Background: an optimization exercise with open tools, aiming at small area, a short achievable clock period and few clock cycles. Do not read the settings as production practice. At most, simulation tests tie the RTL to the original design; equivalence was not proved.

// gz_cmac
module gz_cmac (
    input  wire         clk,
    input  wire         rst,         
    input  wire         start,       
    input  wire [127:0] key,         
    output wire         idle,
    input  wire         in_valid,
    output wire         in_ready,
    input  wire [127:0] in_data,     
    input  wire         in_last,
    input  wire [4:0]   in_bytes,    
    output reg          tag_valid,
    output wire [127:0] tag
);
==> flow/config.mk <==
export PLATFORM = sky130hd
export DESIGN_NAME = gz_cmac
export DESIGN_NICKNAME = gz_cmac
export VERILOG_FILES = /design/flow/design.v
export SDC_FILE = /design/flow/constraint.sdc
export NUM_CORES = 8
export LEC_CHECK = 0
export CAP_MARGIN = 20
export CORE_MARGIN = 2
export CORE_UTILIZATION = 25
export PLACE_DENSITY = 0.45
export SETUP_SLACK_MARGIN = 5
export SLEW_MARGIN = 20
==> flow/constraint.sdc <==
create_clock -name core_clock -period 10.0 [get_ports {clk}]
set_input_delay 2.0000 -clock core_clock [delete_from_list [all_inputs] [get_ports {clk}]]
set_output_delay 2.0000 -clock core_clock [all_outputs]
set_load 0.01 [all_outputs]
standard.sh (not shown) runs the stock make flow with config.mk's settings and CLKGATE_MAP_FILE= SYNTH_SCRIPT=/design/flow/synth_recipe.tcl, a recipe that flattens the netlist after the stock synthesis.
==> flow/flow/run.sh <==
#!/bin/bash
# Own flow: the standard layout (standard.sh), except that synthesis maps
# the logic with an area-oriented ABC script (flow/abc_map.script) instead of
# ORFS's delay script, which restructures the XOR networks of the S-boxes
# into much larger logic. Everything else, registers included, is the
# standard synthesis; placement, CTS and routing are standard.sh's.
set -euo pipefail
W=$PWD
ABC_SCRIPT=$W/flow/abc_map.script
cat > $W/own_synth.tcl <<EOS
proc abc {args} {
  set i [lsearch \$args -script]
  if {\$i >= 0} { lset args [expr {\$i + 1}] $ABC_SCRIPT }
  yosys abc {*}\$args
}
source $W/synth_recipe.tcl
EOS
sed "s|$W/synth_recipe.tcl|$W/own_synth.tcl|g" $W/standard.sh > $W/own_standard.sh
grep -q own_synth.tcl $W/own_standard.sh
bash $W/own_standard.sh synth > $W/synth.log 2>&1
bash $W/own_standard.sh > $W/layout.log 2>&1
==> flow/flow/abc_map.script <==
strash
dch
map -a
topo
buffer -c
upsize -c
dnsize -c
stime -c
The starting point finished clean.
Edit:
--- a/flow/config.mk
+++ b/flow/config.mk
@@ -9,5 +9,5 @@
 export CORE_MARGIN = 2
-export CORE_UTILIZATION = 25
-export PLACE_DENSITY = 0.45
-export SETUP_SLACK_MARGIN = 5
+export CORE_UTILIZATION = 50
+export PLACE_DENSITY = 0.65
+export SETUP_SLACK_MARGIN = 4
 export SLEW_MARGIN = 20
The changed run finished clean.
Synthesized area stays the same.
Critical path depth fell by 10.
Worst hold slack gains 0.0083 ns.
Wire length decreases by about a fifth.
Final cell count falls by about a fifth.
Via count decreases by a few percent.
First-iteration DRC count is higher by about a fifth.
Edit:
--- a/flow/config.mk
+++ b/flow/config.mk
@@ -9,4 +9,4 @@
 export CORE_MARGIN = 2
-export CORE_UTILIZATION = 50
-export PLACE_DENSITY = 0.65
+export CORE_UTILIZATION = 25
+export PLACE_DENSITY = 0.45
 export SETUP_SLACK_MARGIN = 4
Effect: Non-clock buffer count went up by 122; synthesized area does not change; final cell count rose by 17%; sequential cell count is unchanged; count of clock-buffer cells in the layout climbs by 11; synthesized cell count stays the same; hold slack is worse by 0.028 ns; sequential share of layout area is lower by 1.2 points.
Edit:
--- a/flow/flow/run.sh
+++ b/flow/flow/run.sh
@@ -13,2 +13,5 @@
   if {\$i >= 0} { lset args [expr {\$i + 1}] $ABC_SCRIPT }
+  foreach c {xor3_1 xor3_2 xor3_4 xnor3_1 xnor3_2 xnor3_4} {
+    lappend args -dont_use sky130_fd_sc_hd__\$c
+  }
   yosys abc {*}\$args
==> flow/flow/abc_map.script (replaced) <==
&get -n
&st
&dch
&nf
&put
Final cell count came out lower by roughly a tenth. Wire length came out lower by a few percent. Via count came out lower by a little under a tenth. Register-to-register slack barely changes. Synthesized cell count came out lower by about a fifth. Design area came out lower slightly. Count of clock-buffer cells in the layout came out lower by 1. Non-clock buffer count came out lower by 63.
No run of this note included a check of the RTL's function; only the layout flow was run.

Another version of the RTL of gz_cmac (not shown whole).
For scale: ~400 I/O pins, ~48000 µm² of cells after synthesis.
Settings: LEC_CHECK=0, CAP_MARGIN=5, CORE_MARGIN=2, CORE_UTILIZATION=45, PLACE_DENSITY=0.6, SETUP_SLACK_MARGIN=4, SLEW_MARGIN=5; clock period 10.0 ns.
==> flow/flow/run.sh <==
#!/bin/bash
# Own flow: the standard layout (standard.sh), except that synthesis maps
# the logic with an area-oriented ABC script (flow/abc_map.script) instead of
# ORFS's delay script, which restructures the XOR networks of the S-boxes
# into much larger logic; 3-input XOR cells are left out of the mapping
# (two 2-input ones are smaller). Everything else, registers included, is the
# standard synthesis; placement, CTS and routing are standard.sh's, with
# plain buffers on the ports.
set -euo pipefail
W=$PWD
ABC_SCRIPT=$W/flow/abc_map.script
cat > $W/own_synth.tcl <<EOS
proc abc {args} {
  set i [lsearch \$args -script]
  if {\$i >= 0} { lset args [expr {\$i + 1}] $ABC_SCRIPT }
  foreach c {xor3_1 xor3_2 xor3_4 xnor3_1 xnor3_2 xnor3_4} {
    lappend args -dont_use sky130_fd_sc_hd__\$c
  }
  yosys abc {*}\$args
}
source $W/synth_recipe.tcl
EOS
sed "s|$W/synth_recipe.tcl|$W/own_synth.tcl|g" $W/standard.sh > $W/own_standard.sh
grep -q own_synth.tcl $W/own_standard.sh
bash $W/own_standard.sh synth > $W/synth.log 2>&1
# The ports' buffers are the platform's plain buf_1 instead of the buffer
# buffer_ports picks on its own (clkdlybuf4s50_1, a slow delay cell).
bash $W/own_standard.sh "BUFFER_PORTS_ARGS=-buffer_cell sky130_fd_sc_hd__buf_1" finish > $W/layout.log 2>&1
==> flow/flow/abc_map.script <==
&get -n
&st
&dch -f
&nf -R 1000
&put
Testbench counts at the start, summed over its fixed seeds: cycles 27,258.
Then changed:
- CAP_MARGIN: 5 -> 20
- GPL_ROUTABILITY_DRIVEN: default -> 0
- SLEW_MARGIN: 5 -> 20
- die area is unchanged
- worst setup slack got worse by 71 ps
- first-iteration DRC count rose by 9.8%
- fmax came out lower by 1.2%
- register-to-register slack got worse by 70 ps
- area after synthesis is unchanged
- core utilization rose by 0.34 points
Then changed:
--- a/flow/flow/run.sh
+++ b/flow/flow/run.sh
@@ -5,2 +5 @@
-# into much larger logic; 3-input XOR cells are left out of the mapping
-# (two 2-input ones are smaller). Everything else, registers included, is the
+# into much larger logic. Everything else, registers included, is the
- CORE_UTILIZATION: 45 -> 40
- GPL_ROUTABILITY_DRIVEN: 0 -> default
- PLACE_DENSITY: 0.6 -> 0.55
Result:
- The changed run finished with timing, DRC and antenna clean
- die area rose by roughly a tenth
- global-route usage drops by 1.9 points
- critical path depth rose by 1
- core utilization drops by 6.2 points
- routed wire length climbs by a few percent
- design area increases slightly
Then changed:
--- a/flow/flow/run.sh
+++ b/flow/flow/run.sh
@@ -5 +5,2 @@
-# into much larger logic. Everything else, registers included, is the
+# into much larger logic; 3-input XOR cells are left out of the mapping
+# (two 2-input ones are smaller). Everything else, registers included, is the
- CORE_UTILIZATION: 40 -> 50
- PLACE_DENSITY: 0.55 -> 0.6
Critical path depth is higher by 2.
Synthesized cell count stays the same.
Cell area is lower by 0.86%.
Cell count is lower by 4.9%.
Worst setup slack degrades by 42 ps.
Then changed:
--- a/flow/flow/run.sh
+++ b/flow/flow/run.sh
@@ -5,2 +5 @@
-# into much larger logic; 3-input XOR cells are left out of the mapping
-# (two 2-input ones are smaller). Everything else, registers included, is the
+# into much larger logic. Everything else, registers included, is the
- CORE_UTILIZATION: 50 -> 45
- PLACE_DENSITY: 0.6 -> 0.65
Result:
- sequential cell count is unchanged
- setup slack gains 100 ps
- final area came out lower by 0.76%
- clock-buffer cell count came out lower by 1
- cell count came out higher by about 1.3%

Starting RTL as in the previous note.
clock: 10.0 ns
lec_check: 0
cap_margin: 20
core_margin: 2
core_utilization: 45
place_density: 0.65
setup_slack_margin: 4
slew_margin: 20
==> flow/flow/run.sh <==
#!/bin/bash
# Own flow: the standard layout (standard.sh), except that synthesis maps
# the logic with an area-oriented ABC script (flow/abc_map.script) instead of
# ORFS's delay script, which restructures the XOR networks of the S-boxes
# into much larger logic. Everything else, registers included, is the
# standard synthesis; placement, CTS and routing are standard.sh's, with
# plain buffers on the ports.
set -euo pipefail
W=$PWD
ABC_SCRIPT=$W/flow/abc_map.script
cat > $W/own_synth.tcl <<EOS
proc abc {args} {
  set i [lsearch \$args -script]
  if {\$i >= 0} { lset args [expr {\$i + 1}] $ABC_SCRIPT }
  foreach c {xor3_1 xor3_2 xor3_4 xnor3_1 xnor3_2 xnor3_4} {
    lappend args -dont_use sky130_fd_sc_hd__\$c
  }
  yosys abc {*}\$args
}
source $W/synth_recipe.tcl
EOS
sed "s|$W/synth_recipe.tcl|$W/own_synth.tcl|g" $W/standard.sh > $W/own_standard.sh
grep -q own_synth.tcl $W/own_standard.sh
bash $W/own_standard.sh synth > $W/synth.log 2>&1
# The ports' buffers are the platform's plain buf_1 instead of the buffer
# buffer_ports picks on its own (clkdlybuf4s50_1, a slow delay cell).
bash $W/own_standard.sh "BUFFER_PORTS_ARGS=-buffer_cell sky130_fd_sc_hd__buf_1" finish > $W/layout.log 2>&1
==> flow/flow/abc_map.script <==
&get -n
&st
&dch -f
&nf -R 0
&put
The first run completed with no timing, DRC or antenna violations.
Testbench counts at the start, summed over its fixed seeds: cycles 27,258.
==> next run, changes <==
--- a/flow/flow/run.sh
+++ b/flow/flow/run.sh
@@ -5 +5,2 @@
-# into much larger logic. Everything else, registers included, is the
+# into much larger logic; 3-input XOR cells are left out of the mapping
+# (two 2-input ones are smaller). Everything else, registers included, is the
==> flow/flow/abc_map.script (replaced) <==
&get -n
&st
&dch -f
&nf -R 1000
&put
PLACE_DENSITY = 0.6   (was 0.65)
Cell count came out lower by a few percent.
Area after synthesis drops by a few percent.
Die area went down by a few percent.
Maximum frequency came out higher slightly.
Worst setup slack improved by 43 ps.
==> next run, changes <==
GPL_TIMING_DRIVEN = 0   (was not set)
Fmax decreases by 1.3%.
Final cell count rises by 0.48%.
Sequential share of layout area drops by 0.60 points.
Wire length went down by 1.6%.
Final area rises by 3.1%.
==> next run, changes <==
--- a/flow/flow/run.sh
+++ b/flow/flow/run.sh
@@ -5,2 +5 @@
-# into much larger logic; 3-input XOR cells are left out of the mapping
-# (two 2-input ones are smaller). Everything else, registers included, is the
+# into much larger logic. Everything else, registers included, is the
GPL_TIMING_DRIVEN = not set   (was 0)
Outcome: The changed run completed without violations. First-iteration DRC count is lower by 1.8%. Utilization is lower by 1.8 points. Wire length is higher by 1.7%. Final area is lower by 3.0%. Clock-buffer cell count is lower by 12. Die area is unchanged. Synthesized area does not change. Maximum frequency is higher by 1.3%. Sequential share of layout area is higher by 0.60 points.

[static timing again, ports no longer ideal]
In the flow no input, the clock included, has a driving cell. The finished layouts below were timed again as built, in two steps.
Step 1 sets driving cells, clkbuf_16 on the clock port and buf_2 on the other inputs (assumed; they add their load-dependent delay and slew).
Step 2 also shifts input and output timing later by t, the mid clock arrival at the registers, as if the neighbouring blocks saw the same clock.
a / b / c = no drivers / after step 1 / after step 2; a / b = the first two.
run	t (ns)	setup WS [ns]	worst setup path after step 2	latest minus earliest clock arrival (ns)	pins driven straight from the clock port
the first run of note 1	0.774	4.253 / 4.253 / 3.948	input to register	0.039 / 0.039	1
the second run of note 1	0.730	4.001 / 4.001 / 3.540	input to register	0.033 / 0.033	1
the third run of note 1	0.782	4.085 / 4.105 / 3.366	input to register	0.075 / 0.074	1
the fourth run of note 1	0.784	4.095 / 4.095 / 3.534	input to register	0.047 / 0.046	1
the first run of note 2	0.756	4.131 / 4.131 / 3.569	input to register	0.020 / 0.019	1
the second run of note 2	0.714	4.060 / 4.060 / 3.951	input to register	0.029 / 0.029	1
the third run of note 2	0.712	4.109 / 4.109 / 3.588	input to register	0.035 / 0.035	1
the fourth run of note 2	0.718	4.067 / 4.067 / 3.578	input to register	0.037 / 0.037	1
the fifth run of note 2	0.718	4.169 / 4.169 / 3.944	input to register	0.035 / 0.035	1
the first run of note 3	0.698	4.088 / 4.088 / 3.726	input to register	0.035 / 0.035	1
the second run of note 3	0.756	4.131 / 4.131 / 3.569	input to register	0.020 / 0.019	1
the third run of note 3	0.715	4.054 / 4.054 / 3.718	input to register	0.032 / 0.032	1
the fourth run of note 3	0.756	4.131 / 4.131 / 3.569	input to register	0.020 / 0.019	1
After both steps setup and hold are still met in every run listed. For the third run of note 1, which loses most, drivers alone change the setup slack by +0.020 ns; drivers and shift together by -0.719 ns.
